This design comes from an exercise in tuning for small area, a short achievable clock period and few clock cycles per item on the open sky130 flow, not from production work.
Function was checked by simulation only, so behaviour that the tests miss may differ from the original.

==> flow/design.v <==
module sha2_k (
    input  wire       big,    
    input  wire [6:0] t,
    output reg  [63:0] k
);
    always @(*) begin
        if (big) begin
            case (t)
                7'd0: k = 64'h428a2f98d728ae22;
                7'd1: k = 64'h7137449123ef65cd;
                7'd2: k = 64'hb5c0fbcfec4d3b2f;
                7'd3: k = 64'he9b5dba58189dbbc;
                7'd4: k = 64'h3956c25bf348b538;
                7'd5: k = 64'h59f111f1b605d019;
                7'd6: k = 64'h923f82a4af194f9b;
                7'd7: k = 64'hab1c5ed5da6d8118;
                7'd8: k = 64'hd807aa98a3030242;
                7'd9: k = 64'h12835b0145706fbe;
                7'd10: k = 64'h243185be4ee4b28c;
                7'd11: k = 64'h550c7dc3d5ffb4e2;
                7'd12: k = 64'h72be5d74f27b896f;
                7'd13: k = 64'h80deb1fe3b1696b1;
                7'd14: k = 64'h9bdc06a725c71235;
                7'd15: k = 64'hc19bf174cf692694;
                7'd16: k = 64'he49b69c19ef14ad2;
                7'd17: k = 64'hefbe4786384f25e3;
                7'd18: k = 64'h0fc19dc68b8cd5b5;
                7'd19: k = 64'h240ca1cc77ac9c65;
                7'd20: k = 64'h2de92c6f592b0275;
                7'd21: k = 64'h4a7484aa6ea6e483;
                7'd22: k = 64'h5cb0a9dcbd41fbd4;
                7'd23: k = 64'h76f988da831153b5;
                7'd24: k = 64'h983e5152ee66dfab;
                7'd25: k = 64'ha831c66d2db43210;
                7'd26: k = 64'hb00327c898fb213f;
                7'd27: k = 64'hbf597fc7beef0ee4;
                7'd28: k = 64'hc6e00bf33da88fc2;
                7'd29: k = 64'hd5a79147930aa725;
                7'd30: k = 64'h06ca6351e003826f;
                7'd31: k = 64'h142929670a0e6e70;
                7'd32: k = 64'h27b70a8546d22ffc;
                7'd33: k = 64'h2e1b21385c26c926;
                7'd34: k = 64'h4d2c6dfc5ac42aed;
                7'd35: k = 64'h53380d139d95b3df;
                7'd36: k = 64'h650a73548baf63de;
                7'd37: k = 64'h766a0abb3c77b2a8;
                7'd38: k = 64'h81c2c92e47edaee6;
                7'd39: k = 64'h92722c851482353b;
                7'd40: k = 64'ha2bfe8a14cf10364;
                7'd41: k = 64'ha81a664bbc423001;
                7'd42: k = 64'hc24b8b70d0f89791;
                7'd43: k = 64'hc76c51a30654be30;
                7'd44: k = 64'hd192e819d6ef5218;
                7'd45: k = 64'hd69906245565a910;
                7'd46: k = 64'hf40e35855771202a;
                7'd47: k = 64'h106aa07032bbd1b8;
                7'd48: k = 64'h19a4c116b8d2d0c8;
                7'd49: k = 64'h1e376c085141ab53;
                7'd50: k = 64'h2748774cdf8eeb99;
                7'd51: k = 64'h34b0bcb5e19b48a8;
                7'd52: k = 64'h391c0cb3c5c95a63;
                7'd53: k = 64'h4ed8aa4ae3418acb;
                7'd54: k = 64'h5b9cca4f7763e373;
                7'd55: k = 64'h682e6ff3d6b2b8a3;
                7'd56: k = 64'h748f82ee5defb2fc;
                7'd57: k = 64'h78a5636f43172f60;
                7'd58: k = 64'h84c87814a1f0ab72;
                7'd59: k = 64'h8cc702081a6439ec;
                7'd60: k = 64'h90befffa23631e28;
                7'd61: k = 64'ha4506cebde82bde9;
                7'd62: k = 64'hbef9a3f7b2c67915;
                7'd63: k = 64'hc67178f2e372532b;
                7'd64: k = 64'hca273eceea26619c;
                7'd65: k = 64'hd186b8c721c0c207;
                7'd66: k = 64'heada7dd6cde0eb1e;
                7'd67: k = 64'hf57d4f7fee6ed178;
                7'd68: k = 64'h06f067aa72176fba;
                7'd69: k = 64'h0a637dc5a2c898a6;
                7'd70: k = 64'h113f9804bef90dae;
                7'd71: k = 64'h1b710b35131c471b;
                7'd72: k = 64'h28db77f523047d84;
                7'd73: k = 64'h32caab7b40c72493;
                7'd74: k = 64'h3c9ebe0a15c9bebc;
                7'd75: k = 64'h431d67c49c100d4c;
                7'd76: k = 64'h4cc5d4becb3e42b6;
                7'd77: k = 64'h597f299cfc657e2a;
                7'd78: k = 64'h5fcb6fab3ad6faec;
                7'd79: k = 64'h6c44198c4a475817;
                default: k = 64'h0;
            endcase
        end else begin
            case (t)
                7'd0: k = 64'h00000000428a2f98;
                7'd1: k = 64'h0000000071374491;
                7'd2: k = 64'h00000000b5c0fbcf;
                7'd3: k = 64'h00000000e9b5dba5;
                7'd4: k = 64'h000000003956c25b;
                7'd5: k = 64'h0000000059f111f1;
                7'd6: k = 64'h00000000923f82a4;
                7'd7: k = 64'h00000000ab1c5ed5;
                7'd8: k = 64'h00000000d807aa98;
                7'd9: k = 64'h0000000012835b01;
                7'd10: k = 64'h00000000243185be;
                7'd11: k = 64'h00000000550c7dc3;
                7'd12: k = 64'h0000000072be5d74;
                7'd13: k = 64'h0000000080deb1fe;
                7'd14: k = 64'h000000009bdc06a7;
                7'd15: k = 64'h00000000c19bf174;
                7'd16: k = 64'h00000000e49b69c1;
                7'd17: k = 64'h00000000efbe4786;
                7'd18: k = 64'h000000000fc19dc6;
                7'd19: k = 64'h00000000240ca1cc;
                7'd20: k = 64'h000000002de92c6f;
                7'd21: k = 64'h000000004a7484aa;
                7'd22: k = 64'h000000005cb0a9dc;
                7'd23: k = 64'h0000000076f988da;
                7'd24: k = 64'h00000000983e5152;
                7'd25: k = 64'h00000000a831c66d;
                7'd26: k = 64'h00000000b00327c8;
                7'd27: k = 64'h00000000bf597fc7;
                7'd28: k = 64'h00000000c6e00bf3;
                7'd29: k = 64'h00000000d5a79147;
                7'd30: k = 64'h0000000006ca6351;
                7'd31: k = 64'h0000000014292967;
                7'd32: k = 64'h0000000027b70a85;
                7'd33: k = 64'h000000002e1b2138;
                7'd34: k = 64'h000000004d2c6dfc;
                7'd35: k = 64'h0000000053380d13;
                7'd36: k = 64'h00000000650a7354;
                7'd37: k = 64'h00000000766a0abb;
                7'd38: k = 64'h0000000081c2c92e;
                7'd39: k = 64'h0000000092722c85;
                7'd40: k = 64'h00000000a2bfe8a1;
                7'd41: k = 64'h00000000a81a664b;
                7'd42: k = 64'h00000000c24b8b70;
                7'd43: k = 64'h00000000c76c51a3;
                7'd44: k = 64'h00000000d192e819;
                7'd45: k = 64'h00000000d6990624;
                7'd46: k = 64'h00000000f40e3585;
                7'd47: k = 64'h00000000106aa070;
                7'd48: k = 64'h0000000019a4c116;
                7'd49: k = 64'h000000001e376c08;
                7'd50: k = 64'h000000002748774c;
                7'd51: k = 64'h0000000034b0bcb5;
                7'd52: k = 64'h00000000391c0cb3;
                7'd53: k = 64'h000000004ed8aa4a;
                7'd54: k = 64'h000000005b9cca4f;
                7'd55: k = 64'h00000000682e6ff3;
                7'd56: k = 64'h00000000748f82ee;
                7'd57: k = 64'h0000000078a5636f;
                7'd58: k = 64'h0000000084c87814;
                7'd59: k = 64'h000000008cc70208;
                7'd60: k = 64'h0000000090befffa;
                7'd61: k = 64'h00000000a4506ceb;
                7'd62: k = 64'h00000000bef9a3f7;
                7'd63: k = 64'h00000000c67178f2;
                default: k = 64'h0;
            endcase
        end
    end
endmodule
module sha2_core (
    input  wire         clk,
    input  wire         rst,       
    input  wire         open,      
    input  wire [1:0]   alg,       
    input  wire         wvalid,    
    input  wire [63:0]  wdata,
    input  wire         wlast,     
    input  wire [3:0]   wcnt,      
    output wire         ready,
    output reg          done,      
    output wire [511:0] digest
);
    localparam [2:0] S_IDLE = 3'd0,    
                     S_OPEN = 3'd1,    
                     S_PAD  = 3'd2,    
                     S_COMP = 3'd3,    
                     S_UPD  = 3'd4;    
    reg  [2:0]   fsm;
    reg  [1:0]   alg_r;
    wire         big = (alg_r != 2'd0);    
    reg  [47:0]  nbytes;      
    reg  [3:0]   slot;        
    reg          msg_end;     
    reg          need80;      
    reg          len_here;    
    reg  [6:0]   t;           
    reg  [63:0]  ws [0:15];   
    reg  [63:0]  h  [0:7];    
    reg  [63:0]  a, b, c, d, e, f, g, hh;
    integer i;
    wire [3:0]  last_slot = big ? 4'd15 : 4'd7;
    wire [6:0]  last_round = big ? 7'd79 : 7'd63;
    wire [63:0] mask = big ? 64'hffff_ffff_ffff_ffff : 64'h0000_0000_ffff_ffff;
    assign ready = (fsm == S_IDLE) || (fsm == S_OPEN);
    function automatic [63:0] iv(input [1:0] al, input [2:0] n);
        case ({al, n})
            {2'd0, 3'd0}: iv = 64'h0000_0000_6a09_e667;
            {2'd0, 3'd1}: iv = 64'h0000_0000_bb67_ae85;
            {2'd0, 3'd2}: iv = 64'h0000_0000_3c6e_f372;
            {2'd0, 3'd3}: iv = 64'h0000_0000_a54f_f53a;
            {2'd0, 3'd4}: iv = 64'h0000_0000_510e_527f;
            {2'd0, 3'd5}: iv = 64'h0000_0000_9b05_688c;
            {2'd0, 3'd6}: iv = 64'h0000_0000_1f83_d9ab;
            {2'd0, 3'd7}: iv = 64'h0000_0000_5be0_cd19;
            {2'd1, 3'd0}: iv = 64'hcbbb_9d5d_c105_9ed8;
            {2'd1, 3'd1}: iv = 64'h629a_292a_367c_d507;
            {2'd1, 3'd2}: iv = 64'h9159_015a_3070_dd17;
            {2'd1, 3'd3}: iv = 64'h152f_ecd8_f70e_5939;
            {2'd1, 3'd4}: iv = 64'h6733_2667_ffc0_0b31;
            {2'd1, 3'd5}: iv = 64'h8eb4_4a87_6858_1511;
            {2'd1, 3'd6}: iv = 64'hdb0c_2e0d_64f9_8fa7;
            {2'd1, 3'd7}: iv = 64'h47b5_481d_befa_4fa4;
            {2'd2, 3'd0}: iv = 64'h6a09_e667_f3bc_c908;
            {2'd2, 3'd1}: iv = 64'hbb67_ae85_84ca_a73b;
            {2'd2, 3'd2}: iv = 64'h3c6e_f372_fe94_f82b;
            {2'd2, 3'd3}: iv = 64'ha54f_f53a_5f1d_36f1;
            {2'd2, 3'd4}: iv = 64'h510e_527f_ade6_82d1;
            {2'd2, 3'd5}: iv = 64'h9b05_688c_2b3e_6c1f;
            {2'd2, 3'd6}: iv = 64'h1f83_d9ab_fb41_bd6b;
            {2'd2, 3'd7}: iv = 64'h5be0_cd19_137e_2179;
            default:      iv = 64'h0;
        endcase
    endfunction
    function automatic [31:0] rotr32(input [31:0] x, input integer n);
        rotr32 = (x >> n) | (x << (32 - n));
    endfunction
    function automatic [63:0] rotr64(input [63:0] x, input integer n);
        rotr64 = (x >> n) | (x << (64 - n));
    endfunction
    function automatic [63:0] bsig0(input w64, input [63:0] x);
        bsig0 = w64 ? (rotr64(x, 28) ^ rotr64(x, 34) ^ rotr64(x, 39))
                    : {32'h0, rotr32(x[31:0], 2) ^ rotr32(x[31:0], 13) ^ rotr32(x[31:0], 22)};
    endfunction
    function automatic [63:0] bsig1(input w64, input [63:0] x);
        bsig1 = w64 ? (rotr64(x, 14) ^ rotr64(x, 18) ^ rotr64(x, 41))
                    : {32'h0, rotr32(x[31:0], 6) ^ rotr32(x[31:0], 11) ^ rotr32(x[31:0], 25)};
    endfunction
    function automatic [63:0] ssig0(input w64, input [63:0] x);
        ssig0 = w64 ? (rotr64(x, 1) ^ rotr64(x, 8) ^ (x >> 7))
                    : {32'h0, rotr32(x[31:0], 7) ^ rotr32(x[31:0], 18) ^ (x[31:0] >> 3)};
    endfunction
    function automatic [63:0] ssig1(input w64, input [63:0] x);
        ssig1 = w64 ? (rotr64(x, 19) ^ rotr64(x, 61) ^ (x >> 6))
                    : {32'h0, rotr32(x[31:0], 17) ^ rotr32(x[31:0], 19) ^ (x[31:0] >> 10)};
    endfunction
    wire [63:0] kt;
    sha2_k u_k (
        .big (big),
        .t   (t),
        .k   (kt)
    );
    wire [63:0] ch  = (e & f) ^ (~e & g);
    wire [63:0] maj = (a & b) ^ (a & c) ^ (b & c);
    wire [63:0] t1  = (hh + bsig1(big, e) + ch + kt + ws[0]) & mask;
    wire [63:0] t2  = (bsig0(big, a) + maj) & mask;
    wire [63:0] w_next = (ssig1(big, ws[14]) + ws[9] + ssig0(big, ws[1]) + ws[0]) & mask;
    wire [63:0] w_be = {wdata[7:0],   wdata[15:8],  wdata[23:16], wdata[31:24],
                        wdata[39:32], wdata[47:40], wdata[55:48], wdata[63:56]};
    wire [3:0]  w_cnt = wlast ? wcnt : 4'd8;
    reg  [63:0] w_in;
    integer k;
    always @(*) begin
        for (k = 0; k < 8; k = k + 1) begin
            if (k < w_cnt)       w_in[63 - 8*k -: 8] = w_be[63 - 8*k -: 8];
            else if (k == w_cnt) w_in[63 - 8*k -: 8] = 8'h80;
            else                 w_in[63 - 8*k -: 8] = 8'h00;
        end
    end
    wire [47:0] nbytes_after = nbytes + {44'h0, w_cnt};
    wire [50:0] nbits        = {nbytes, 3'b000};
    wire [7:0]  end_pos      = {1'b0, slot, 3'b000} + {4'h0, w_cnt};
    wire        len_fits     = big ? (end_pos <= 8'd111) : (end_pos <= 8'd55);
    wire [63:0] pad_word = (len_here && slot == last_slot) ? {13'h0, nbits}
                         : (len_here && big && slot == 4'd14) ? 64'h0
                         : (need80 ? 64'h8000_0000_0000_0000 : 64'h0);
    wire [511:0] d_be = (alg_r == 2'd0) ? {h[0][31:0], h[1][31:0], h[2][31:0], h[3][31:0],
                                           h[4][31:0], h[5][31:0], h[6][31:0], h[7][31:0], 256'h0}
                      : (alg_r == 2'd1) ? {h[0], h[1], h[2], h[3], h[4], h[5], 128'h0}
                      :                   {h[0], h[1], h[2], h[3], h[4], h[5], h[6], h[7]};
    genvar gb;
    generate
        for (gb = 0; gb < 64; gb = gb + 1) begin : g_digest
            assign digest[8*gb +: 8] = d_be[511 - 8*gb -: 8];
        end
    endgenerate
    task automatic put_slot(input [3:0] sl, input [63:0] v);
        begin
            if (big) begin
                ws[sl] <= v;
            end else begin
                ws[{sl[2:0], 1'b0}] <= {32'h0, v[63:32]};
                ws[{sl[2:0], 1'b1}] <= {32'h0, v[31:0]};
            end
        end
    endtask
    always @(posedge clk) begin
        if (rst) begin
            fsm  <= S_IDLE;
            done <= 1'b0;
        end else begin
            done <= 1'b0;
            case (fsm)
                S_IDLE, S_OPEN: begin
                    if (open) begin
                        fsm <= S_OPEN;
                    end else if (wvalid && fsm == S_OPEN) begin
                        if (slot == last_slot) fsm <= S_COMP;
                        else if (wlast)        fsm <= S_PAD;
                    end
                end
                S_PAD: begin
                    if (slot == last_slot) fsm <= S_COMP;
                end
                S_COMP: begin
                    if (t == last_round) fsm <= S_UPD;
                end
                S_UPD: begin
                    if (msg_end && len_here) begin
                        fsm  <= S_IDLE;
                        done <= 1'b1;
                    end else if (msg_end) begin
                        fsm <= S_PAD;
                    end else begin
                        fsm <= S_OPEN;
                    end
                end
                default: fsm <= S_IDLE;
            endcase
        end
    end
    always @(posedge clk) begin
        case (fsm)
            S_IDLE, S_OPEN: begin
                if (open) begin
                    alg_r    <= alg;
                    nbytes   <= 48'h0;
                    slot     <= 4'd0;
                    msg_end  <= 1'b0;
                    need80   <= 1'b0;
                    len_here <= 1'b0;
                    for (i = 0; i < 8; i = i + 1) h[i] <= iv(alg, i[2:0]);
                end else if (wvalid && fsm == S_OPEN) begin
                    put_slot(slot, w_in);
                    nbytes <= nbytes_after;
                    slot   <= (slot == last_slot) ? 4'd0 : slot + 4'd1;
                    if (wlast) begin
                        msg_end  <= 1'b1;
                        need80   <= (w_cnt == 4'd8);
                        len_here <= len_fits;
                    end
                end
            end
            S_PAD: begin
                put_slot(slot, pad_word);
                need80 <= 1'b0;
                slot   <= (slot == last_slot) ? 4'd0 : slot + 4'd1;
            end
            S_COMP: begin
                hh <= g;
                g  <= f;
                f  <= e;
                e  <= (d + t1) & mask;
                d  <= c;
                c  <= b;
                b  <= a;
                a  <= (t1 + t2) & mask;
                for (i = 0; i < 15; i = i + 1) ws[i] <= ws[i+1];
                ws[15] <= w_next;
                t <= t + 7'd1;
            end
            S_UPD: begin
                h[0] <= (h[0] + a)  & mask;
                h[1] <= (h[1] + b)  & mask;
                h[2] <= (h[2] + c)  & mask;
                h[3] <= (h[3] + d)  & mask;
                h[4] <= (h[4] + e)  & mask;
                h[5] <= (h[5] + f)  & mask;
                h[6] <= (h[6] + g)  & mask;
                h[7] <= (h[7] + hh) & mask;
                if (msg_end) len_here <= 1'b1;
            end
            default: ;
        endcase
        if ((fsm == S_OPEN && !open && wvalid && slot == last_slot) ||
            (fsm == S_PAD && slot == last_slot)) begin
            a  <= h[0];
            b  <= h[1];
            c  <= h[2];
            d  <= h[3];
            e  <= h[4];
            f  <= h[5];
            g  <= h[6];
            hh <= h[7];
            t  <= 7'd0;
        end
    end
endmodule
==> flow/run.sh <==
#!/bin/bash
# synth_recipe.tcl (not shown) runs the flow's synth.tcl, then flattens the netlist and writes it again
# the make line also repeats each setting of config.mk as NAME=value (left out here)
make -C /OpenROAD-flow-scripts/flow DESIGN_CONFIG=/design/flow/config.mk WORK_HOME=/design/flow/orfs CLKGATE_MAP_FILE= SYNTH_SCRIPT=/design/flow/synth_recipe.tcl finish
==> flow/config.mk <==
export PLATFORM = sky130hd
export DESIGN_NAME = sha2_core
export DESIGN_NICKNAME = sha2_core
export VERILOG_FILES = /design/flow/design.v
export SDC_FILE = /design/flow/constraint.sdc
export NUM_CORES = 4
export LEC_CHECK = 0
export CAP_MARGIN = 20
export CORE_MARGIN = 2
export CORE_UTILIZATION = 40
export SLEW_MARGIN = 20
export SYNTH_MEMORY_MAX_BITS = 16384
==> flow/constraint.sdc <==
create_clock -name core_clock -period 12.0 [get_ports {clk}]
set_input_delay 2.4000 -clock core_clock [delete_from_list [all_inputs] [get_ports {clk}]]
set_output_delay 2.4000 -clock core_clock [all_outputs]
set_load 0.01 [all_outputs]
==> results by group <==
Logic synthesis
  • Yosys reg bits: 2212
  • Post-synth EDFFs: 2105
  • Synth area leader: edfxtp_1
  • Syn nets: ~20000
  • Syn avg cell area: 8.77 um2
  • Main synth FF type: edfxtp_1
  • Asr flop ratio synth: 0
  • Syn. warnings: 3
  • Sequential share of the synthesized area: 0.397
  • Cell with the most instances after synthesis: nand2_1
  • Cells after Synth: 18800
  • Count of cell types in the netlist: 111
  • Synth Cell Area: 0.165 mm2
  • Commonest cells in the netlist: nand2_1 (3482), edfxtp_1 (2105), o21ai_0 (1917), a21oi_1 (1490), nor2_1 (1419)
  • Top cells by area, synth: edfxtp_1 (38%), nand2_1 (7.9%), ha_1 (6.4%)
  • Post-synth top area share: 0.384

Timing
  • Tightest Pin Transition: 1.32 ns
  • Min Tclk post-route: 11.29 ns
  • Setup TNS: 0 ns
  • Final hold violations: 0
  • Hold_ws: 0.512 ns
  • Slew headroom: 0.116
  • RSZ-0062 raised after global routing: false
  • Max Fclk: 0.0886 GHz
  • Final critical-path share of the clock period: 0.941
  • Pins Over Slew Limit: 0
  • Final WS setup: 0.713 ns
  • Setup Viol. Count Final: 0
  • Layout Skew: 0.0649 ns

Global route
  • Tot GR Track Use: 0.374
  • Grt ovf: 0
  • Largest net degree at the start of global routing: 236
  • Vias in the first global route: 138000
  • Initial antenna violation count: 98
  • First-pass GRT wire length: 1110000 um

Place
  • DP Worst Slack: ~0.95 ns
  • DP Wirelength: ~620000 um
  • IO buf count: roughly 600
  • Dpl cells: 23900
  • Placer's final routability congestion estimate: approximately 1.1
  • Placed Area: about 0.18 mm2

Critical path
  • Endpoint type of the worst setup path: flip-flop
  • FF-to-FF setup slack: around 0.71 ns
  • Setup CP Type: reg2reg
  • Slowest-stage cell, CP: dfxtp_1
  • Crit path arrival time: 11.96 ns
  • Launch point of the worst path: t[6]
  • Critical path peak fanout: 21
  • Worst-case reg-to-reg path depth: 36
  • Worst stage delay on the critical path: around 0.91 ns
  • FF-to-FF Start: t[6]
  • Worst setup SP type: flip-flop
  • RR Endpoint: a[63]
  • Crit path capture: a[63]
  • Worst EP required: 12.68 ns
  • Top cell by count, worst path: o21ai_1

Clocking
  • CTS tree: built
  • Clock sinks: roughly 2200
  • Root Driver: clkbuf_16
  • Clk pin slew, worst setup/hold paths: 0.06 ns
  • Worst skew pair latency: 0.99 ns
  • H-Tree Depth: 5
  • Total CTS buffers: roughly 270
  • CTS max path bufs: 4
  • CTS resizes: 0

Routing
  • Top Metal Used: met5
  • Iteration-0 DRC Markers: 21500
  • Total number of vias: 151000
  • Wire length on met2: 348000 um
  • 1st-pass router iterations: 9
  • # DRC: 0
  • WL final: 809000 um
  • Via density: 6.19
  • Post-route ant nets: 0
  • WL met1: ~300000 um
  • Routed wl met3: ~87000 um
  • Detail-routed net length per standard cell: 33.1 um

Finish
  • Number of filler cells placed in the layout: 40200
  • Final instance area: 0.185 mm2
  • Final nets: 20000
  • Layout overhead on the synthesized area: 12.3%
  • Non-Filler Instances: 24500
  • Final Util: 0.451
  • Ratio of cells with drive above 1 in the final layout: 0.0501

Floorplan
  • Die Y-Extent: 645 um
  • Io pins: approximately 590
  • Rows: 235
  • Die footprint: around 0.42 mm2
  • Initial Util: 0.402
  • Core ar.: 0.410 mm2
  • Die width: 645 um

Worst hold path
  • Worst hold-check path type: reg2reg
  • Min-delay src: ws[15][2]

Flow run
  • MaxCap Viol Count: 0

Status
  • Outcome: no timing/DRC/antenna violations
metal layers:
metal | track usage | up-vias
met4 | 0.250 | 34
met3 | 0.0849 | 1870
met5 | 0.00382 | -
li1 | - | 66400
met1 | 0.478 | 73900
met2 | 0.567 | 9130
area by class of cell:
type / count / area, um2 / area share
Antenna cell: 64 / 160 / 0.000867
Sequential cell: 2212 / 65400 / 0.354
Tap cell: 5451 / 6820 / 0.0369
Clock buffer: 351 / 7410 / 0.0401
Timing Repair Buffer: 906 / 8480 / 0.0459
Inverter: 606 / 2280 / 0.0123
Clock inverter: 139 / 1290 / 0.00700
Multi-Input combinational cell: 14700 / 93000 / 0.503
state kept, by name, summed over array words and instances, names as in the netlist, 2 cells and up, named ones only:
| signal | count |
|---|---|
| hh | 64 |
| d | 64 |
| alg_r | 2 |
| a | 64 |
| fsm | 3 |
| b | 64 |
| e | 64 |
| t | 7 |
| slot | 4 |
| f | 64 |
| c | 64 |
| ws | 1024 |
| g | 64 |
| nbytes | 48 |
| h | 512 |
worst min path at each step:
stage | endpoint | cells past startpoint | slack [ns]
2_1_floorplan | ws[14][42] | 1 | 0.49
3_3_place_gp | ws[3][49] | 1 | 0.50
3_5_place_dp | ws[12][35] | 1 | 0.50
4_1_cts | ws[14][2] | 2 | 0.51
5_1_grt | ws[3][45] | 1 | 0.52
6_report | ws[14][2] | 2 | 0.51
worst max-delay path: cells and delay by family (launching register included):
family                     cells  cell delay [ns]
buffers and inverters          3             0.50
adders and majority gates      5             2.27
and+or+nand+nor               12             2.54
AOI/OAI and AO/OA             13             4.10
xor gates and xnor gates       2             0.45
muxes                          1             0.15
DFF                            1             0.91
layout by cell type (no fill, tap or decap), types with 61 or more instances in the layout:
| master | count |
|---|---|
| o21a_1 | 82 |
| o21bai_1 | 116 |
| o22ai_1 | 104 |
| xor2_1 | 566 |
| nor2b_1 | 113 |
| nand3_1 | 284 |
| nand2_1 | 3458 |
| edfxtp_1 | 2105 |
| buf_4 | 301 |
| a21oi_1 | 1488 |
| diode_2 | 64 |
| clkbuf_1 | 61 |
| maj3_1 | 77 |
| a31oi_1 | 178 |
| a211oi_1 | 86 |
| dfxtp_1 | 107 |
| clkbuf_16 | 283 |
| a21o_1 | 811 |
| and2_1 | 346 |
| or3_1 | 61 |
| xnor2_1 | 906 |
| o21ai_0 | 1893 |
| inv_1 | 599 |
| and3_1 | 109 |
| nor2_1 | 1408 |
| fa_1 | 330 |
| clkdlybuf4s50_1 | 587 |
| nor3_1 | 161 |
| nand2b_1 | 132 |
| o31ai_1 | 87 |
| ha_1 | 836 |
| nand4_1 | 131 |
| o211ai_1 | 86 |
repair_timing:
| item | in CTS | in global routing |
|---|---|---|
| endpoints found under the setup margin | 0 | 3 |
| buffers inserted | 0 | 0 |
| hold buffers | 0 | 0 |
cell families (layout without fill, tap and decap cells):
family	after synthesis	count (layout)	share of synthesized area
fa+ha+maj	1247	1247	0.109
compound gates	5471	5471	0.199
mux	83	83	0.00552
flops	2212	2212	0.397
simple gates	6452	6453	0.169
other cells	0	64	0
xor+xnor	1482	1482	0.0792
buf+inv	1815	2002	0.0416
Testbench counts, summed over its fixed seeds: cycles 37,640, bytes 33,059.

re-timing with driven ports:
Ports are ideal in the flow. The routed layout listed here was re-timed in OpenROAD.
Step 1 (the two cells are an assumption about what drives the block):
set clk [get_ports {clk}]
set_driving_cell -lib_cell sky130_fd_sc_hd__clkbuf_16 $clk
set_driving_cell -lib_cell sky130_fd_sc_hd__buf_2 [delete_from_list [all_inputs] $clk]
Step 2 times the ports against the registers' clock, not the clock port: input delays grow and output delays shrink by t, the midpoint of the rising clock arrivals with the driver on.
a / b / c = ideal ports / drivers / drivers and shift; a / b = the first two.
shift t [ns]: 1.065
setup WS [ns]: 0.713 / 0.713 / 0.713
worst setup path after step 2: register to register
slew at the worst register clock pin (ns): 0.08 / 0.08
pins driven straight from the clock port: 1
After both steps setup and hold are still met in this run. For this run, drivers alone change the setup slack by 0.000 ns; drivers and shift together by 0.000 ns.
